Source: an optimization exercise on an open RTL-to-GDS flow (aim: small area, a short achievable clock period and few clock cycles per item). Production flows keep margins and buffers that such runs may drop.
Function was checked by simulation only, so behaviour that the tests miss may differ from the original.
No driver is modelled on the clock port, so clocking that relies on it looks cheaper here than on a real chip.
No activity file was given, so power comes from the tool's default toggle rates.

Design peat_enc, start of the top module:
module peat_enc (
    input  wire        clk,
    input  wire        rst,
    input  wire        in_valid,
    output wire        in_ready,
    input  wire [15:0] in_v,
    input  wire [15:0] in_up,
    input  wire        in_last,
    input  wire [4:0]  cfg_b,
    input  wire [1:0]  cfg_n,
    input  wire        cfg_bayer,
    input  wire        cfg_restart,
    output wire        rec_valid,
    output wire [15:0] rec_x,
    output wire        out_valid,
    input  wire        out_ready,
    output wire [7:0]  out_data,
    output wire        out_last
);
    localparam NR = 66;            
    localparam W  = 72;            
    localparam TH = W - 45;        
    integer i;
    reg rst_q;
    always @(posedge clk) rst_q <= rst;
    reg        in_ready_q;
    reg        iv_v;
    reg [15:0] iv_x, iv_up;
    reg        iv_last;
    reg [4:0]  iv_b;
    reg [1:0]  iv_n;
    reg        iv_bay, iv_rs;
    reg        s0_v;
    reg [15:0] s0_x, s0_up;
    reg        s0_last;
    reg [4:0]  s0_b;
    reg [1:0]  s0_n;
    reg        s0_bay, s0_rs;
    reg [2:0]  s0_xm, s0_bm;
    reg [1:0]  xpos;
    reg [15:0] rec1, rec2, raw1, raw2, up1, up2;
    reg [2:0]  am1, am2, xm1, xm2, um1, um2;    
    reg [5:0]  cnt;
    reg        pend_raw;
    reg        fix_q, clr_q;                
    reg [2:0]  open_segs;
    reg        p2_v;
    reg [15:0] p2_x;
    reg [17:0] p2_d;
    reg [2:0]  p2_r;
    reg [2:0]  p2_t;
    reg        p2_e, p2_ll;
    reg [4:0]  p2_b;
    reg [1:0]  p2_n;
    reg [12*14-1:0] costv;
    reg [10:0] rawc;
    reg        allz;
    reg        cost_clr;
    reg        seg_done;
    reg [4:0]  d_b;
    reg [1:0]  d_n;
    reg        d_ll;
    reg [NR:1] r_v;
    reg [4:0]  r1_b;
    reg [1:0]  r1_n;
    reg        r1_ll;
    reg [15:0] r_x  [1:NR];
    reg [17:0] r_pk [1:NR];
    reg        r_e  [1:NR];
    reg [3:0]  dq_k  [0:3];
    reg [4:0]  dq_b  [0:3];
    reg [1:0]  dq_n  [0:3];
    reg        dq_ll [0:3];
    reg [1:0]  wp, rp;
    reg [2:0]  dcount;
    reg [W-1:0] acc;
    reg [6:0]  fill;
    reg        efirst;
    reg        le_pend;
    reg [3:0]  le_bytes;
    reg        out_valid_q, out_last_q;
    reg        rec_valid_q;
    reg [15:0] rec_x_q;
    assign in_ready  = in_ready_q;
    assign rec_valid = rec_valid_q;
    assign rec_x     = rec_x_q;
    assign out_valid = out_valid_q;
  ...
Size in the first run: about 3000 flip-flops.
export LEC_CHECK = 0
export CAP_MARGIN = 20
export CORE_MARGIN = 2
export CORE_UTILIZATION = 40
export SLEW_MARGIN = 20
create_clock -name core_clock -period 55.0 [get_ports {clk}]
standard.sh (not shown) runs the stock make flow with config.mk's settings and CLKGATE_MAP_FILE= SYNTH_SCRIPT=/design/flow/synth_recipe.tcl, a recipe that flattens the netlist after the stock synthesis.
==> flow/flow/run.sh <==
#!/bin/bash
# The standard ORFS layout (standard.sh) with two changes:
#  - CTS clusters up to 25 sinks within 100 um and adds no dummy loads
#    (CTS_ARGS replaces ORFS's default clock_tree_synthesis arguments);
#  - flow/post_cts.tcl, run after CTS, repairs setup on every path longer
#    than 11 ns by resizing and swapping cells.
# The clock, its period and the constraints stay the design's. All tool
# output goes to logs in this folder (ORFS's own step logs are under
# orfs/logs).
set -euo pipefail
cd "$(dirname "$0")/.."
export CTS_ARGS="-sink_clustering_enable -repair_clock_nets -sink_clustering_size 25 -sink_clustering_max_diameter 100 -dont_use_dummy_load"
export POST_CTS_TCL="$PWD/flow/post_cts.tcl"
bash standard.sh > flow_standard.log 2>&1
==> flow/flow/post_cts.tcl <==
# Runs inside ORFS's cts.tcl after its own repair, before 4_1_cts.odb is
# written. The margin makes repair_timing treat paths longer than
# 55 - 44 = 11 ns as failing, so it resizes and swaps cells on them.
puts "post_cts: setup repair with a 44 ns margin"
report_worst_slack -max
repair_timing -setup -setup_margin 44 -repair_tns 100 -skip_last_gasp -verbose
detailed_placement
check_placement -verbose
report_worst_slack -max
The baseline passed the timing, design-rule and antenna checks.
Testbench counts at the start, summed over its fixed seeds: cycles 97,202, samples 95,644.
==> next run, changes <==
--- a/flow/flow/run.sh
+++ b/flow/flow/run.sh
@@ -4,5 +4,5 @@
 #    (CTS_ARGS replaces ORFS's default clock_tree_synthesis arguments);
 #  - flow/post_cts.tcl, run after CTS, repairs setup on every path longer
-#    than 11 ns by resizing and swapping cells.
+#    than 12 ns by resizing and swapping cells.
 # The clock, its period and the constraints stay the design's. All tool
 # output goes to logs in this folder (ORFS's own step logs are under
==> flow/flow/post_cts.tcl (replaced) <==
# Runs inside ORFS's cts.tcl after its own repair, before 4_1_cts.odb is
# written. The margin makes repair_timing treat paths longer than
# 55 - 43 = 12 ns as failing, so it resizes and swaps cells on them.
puts "post_cts: setup repair with a 43 ns margin"
report_worst_slack -max
repair_timing -setup -setup_margin 43 -repair_tns 100 -skip_last_gasp -verbose
detailed_placement
check_placement -verbose
report_worst_slack -max
After rerunning: The changed run completed with no timing, DRC or antenna violations. Clock-buffer cell count is unchanged. Worst hold slack is better by 0.0046 ns. Setup slack stays flat. Routed wire length goes down slightly. Fmax is about the same. Clock skew fell by 0.0043 ns. Global-route usage is lower by 0.24 points. Design area came out lower slightly. Via count went down slightly. Die area is unchanged.

---

Setup of the previous run:
Starting RTL as in the previous note.
export LEC_CHECK = 0
export CAP_MARGIN = 20
export CORE_MARGIN = 2
export CORE_UTILIZATION = 40
export SLEW_MARGIN = 20
create_clock -name core_clock -period 55.0 [get_ports {clk}]
==> flow/flow/run.sh <==
#!/bin/bash
# The standard ORFS layout (standard.sh) with two changes:
#  - CTS clusters up to 30 sinks within 100 um and adds no dummy loads
#    (CTS_ARGS replaces ORFS's default clock_tree_synthesis arguments);
#  - flow/post_cts.tcl, run after CTS, repairs setup on every path longer
#    than 12 ns by resizing and swapping cells.
# The clock, its period and the constraints stay the design's. All tool
# output goes to logs in this folder (ORFS's own step logs are under
# orfs/logs).
set -euo pipefail
cd "$(dirname "$0")/.."
export CTS_ARGS="-sink_clustering_enable -repair_clock_nets -sink_clustering_size 30 -sink_clustering_max_diameter 100 -dont_use_dummy_load"
export POST_CTS_TCL="$PWD/flow/post_cts.tcl"
bash standard.sh > flow_standard.log 2>&1
==> flow/flow/post_cts.tcl <==
# Runs inside ORFS's cts.tcl after its own repair, before 4_1_cts.odb is
# written. The margin makes repair_timing treat paths longer than
# 55 - 43 = 12 ns as failing, so it resizes and swaps cells on them.
puts "post_cts: setup repair with a 43 ns margin"
report_worst_slack -max
repair_timing -setup -setup_margin 43 -repair_tns 100 -skip_last_gasp -verbose
detailed_placement
check_placement -verbose
report_worst_slack -max
The previous run: flow completed, timing, DRC and antenna clean
Testbench counts of the previous run, summed over its fixed seeds: cycles 97,202, samples 95,644.
Input-level comparison between the current run and the previous run:
==> flow/run.sh (new file) <==
#!/bin/bash
# synth_recipe.tcl (not shown) runs the flow's synth.tcl, then flattens the netlist and writes it again
# the make line also repeats each setting of config.mk as NAME=value (left out here)
make -C /OpenROAD-flow-scripts/flow DESIGN_CONFIG=/design/flow/config.mk WORK_HOME=/design/flow/orfs CLKGATE_MAP_FILE= SYNTH_SCRIPT=/design/flow/synth_recipe.tcl finish
diff --git a/flow/config.mk b/flow/config.mk
--- a/flow/config.mk
+++ b/flow/config.mk
@@ -9,3 +9,5 @@
 export CORE_MARGIN = 2
 export CORE_UTILIZATION = 40
+export CTS_CLUSTER_DIAMETER = 100
+export CTS_CLUSTER_SIZE = 25
 export SLEW_MARGIN = 20
removed: flow/flow/run.sh
removed: flow/flow/post_cts.tcl
removed: flow/standard.sh
Notes after the runs:
The final layouts of the current run and the previous run pass the timing, design-rule and antenna checks. | detail-routed net length per standard cell | lower: the current run |. Diff the previous run -> the current run: final cycle utilization of the critical path moved up, remaining global-route overflow roughly the same, combinational power share fell 1.0 points, async set-or-reset flop fraction in the synthesized netlist neither gained nor lost much, non-clock buffer count saw a decrease. The previous run → the current run: post-layout net count stayed essentially flat; via count of the first global-routing pass grew by 234.

---

main:
Another version of the RTL of peat_enc (not shown whole).
Size: about 3100 flip-flops, roughly 74 I/O pins.
==> flow/design.v (excerpt) <==
module peat_enc (
    input  wire        clk,
    input  wire        rst,
    input  wire        in_valid,
    output wire        in_ready,
    input  wire [15:0] in_v,
    input  wire [15:0] in_up,
    input  wire        in_last,
    input  wire [4:0]  cfg_b,
    input  wire [1:0]  cfg_n,
    input  wire        cfg_bayer,
    input  wire        cfg_restart,
    output wire        rec_valid,
    output wire [15:0] rec_x,
    output wire        out_valid,
    input  wire        out_ready,
    output wire [7:0]  out_data,
    output wire        out_last
);
==> flow/config.mk <==
export PLATFORM = sky130hd
export DESIGN_NAME = peat_enc
export DESIGN_NICKNAME = peat_enc
export VERILOG_FILES = /design/flow/design.v
export SDC_FILE = /design/flow/constraint.sdc
export NUM_CORES = 4
export LEC_CHECK = 0
export CAP_MARGIN = 20
export CORE_MARGIN = 2
export CORE_UTILIZATION = 40
export SLEW_MARGIN = 20
==> flow/constraint.sdc <==
create_clock -name core_clock -period 55.0 [get_ports {clk}]
set_input_delay 11.0000 -clock core_clock [delete_from_list [all_inputs] [get_ports {clk}]]
set_output_delay 11.0000 -clock core_clock [all_outputs]
set_load 0.01 [all_outputs]
==> flow/flow/run.sh <==
#!/bin/bash
# The standard ORFS layout (standard.sh), with one extra step after CTS:
# flow/post_cts.tcl, a setup repair that works on every path longer than
# 12 ns. The clock, its period and the constraints stay the design's.
# All tool output goes to logs in this folder (ORFS's own step logs are
# under orfs/logs).
set -euo pipefail
cd "$(dirname "$0")/.."
export POST_CTS_TCL="$PWD/flow/post_cts.tcl"
bash standard.sh > flow_standard.log 2>&1
==> flow/flow/post_cts.tcl <==
# Runs inside ORFS's cts.tcl after its own repair, before 4_1_cts.odb is
# written. The margin makes repair_timing treat paths longer than
# 55 - 43 = 12 ns as failing, so it resizes and swaps cells on them.
puts "post_cts: setup repair with a 43 ns margin"
report_worst_slack -max
repair_timing -setup -setup_margin 43 -repair_tns 0 -skip_last_gasp -verbose
detailed_placement
check_placement -verbose
report_worst_slack -max
Testbench counts of main, summed over its fixed seeds: cycles 97,202, samples 95,644.
For the feature branch, these inputs were changed with respect to main:
- CTS_CLUSTER_DIAMETER newly set to 100
- CTS_CLUSTER_SIZE newly set to 25
==> flow/run.sh (new file) <==
#!/bin/bash
# synth_recipe.tcl (not shown) runs the flow's synth.tcl, then flattens the netlist and writes it again
# the make line also repeats each setting of config.mk as NAME=value (left out here)
make -C /OpenROAD-flow-scripts/flow DESIGN_CONFIG=/design/flow/config.mk WORK_HOME=/design/flow/orfs CLKGATE_MAP_FILE= SYNTH_SCRIPT=/design/flow/synth_recipe.tcl finish
removed: flow/flow/run.sh
removed: flow/flow/post_cts.tcl
removed: flow/standard.sh
--- outcome ---
- Summary of the comparison: number of global-route vias before repair is lower in the feature branch, relative to main.
- Power: the feature branch draws less than main
- The non-clock buffer count in the feature branch sits about 2.7% below the value recorded for main.
- On part of the cycle the worst path needs, the higher figure sits with the feature branch, not main.
- On area share of buffers outside the clock network, main and the feature branch are basically level.
- Between the feature branch and main, the number of sequential storage elements figures differ only marginally.
- Summary of the feature branch over main: number of filler cells placed in the layout up about 1.5%; sequential power flat; count of clock buffers in the final design down about 46%.

-- afterwards: timing with drivers on the ports --
No port has a modelled driver above. Below, the same layouts with a new extraction and two added sets of constraints. Step 1 (the two cells are an assumption about what drives the block):
set clk [get_ports {clk}]
set_driving_cell -lib_cell sky130_fd_sc_hd__clkbuf_16 $clk
set_driving_cell -lib_cell sky130_fd_sc_hd__buf_2 [delete_from_list [all_inputs] $clk]
Step 2 moves the port delays by t, midway between the first and last clock arrival at a register: inputs arrive t later, outputs are due t later. That takes back most of the time a late clock gives input paths. Slacks: no drivers / after step 1 / after step 2; pairs: no drivers / after step 1.
run | shift t [ns] | setup slack, ns | worst data-port slew with drivers (ns) | cell pins on the clock port's net
the first run of note 1 | 0.917 | 42.752 / 42.659 / 42.860 | 0.05 | 1
the second run of note 1 | 0.916 | 42.751 / 42.657 / 42.135 | 0.04 | 1
the previous run | 0.903 | 42.747 / 42.653 / 42.153 | 0.04 | 1
the current run | 0.938 | 42.168 / 42.074 / 41.728 | 0.04 | 1
main | 0.987 | 42.663 / 42.561 / 42.103 | 0.03 | 1
the feature branch | 0.957 | 42.165 / 42.066 / 42.122 | 0.03 | 1
After both steps every run listed still meets setup and hold. The setup slack of the second run of note 1, which loses most, moves by -0.094 ns with the drivers and by -0.616 ns with both steps.
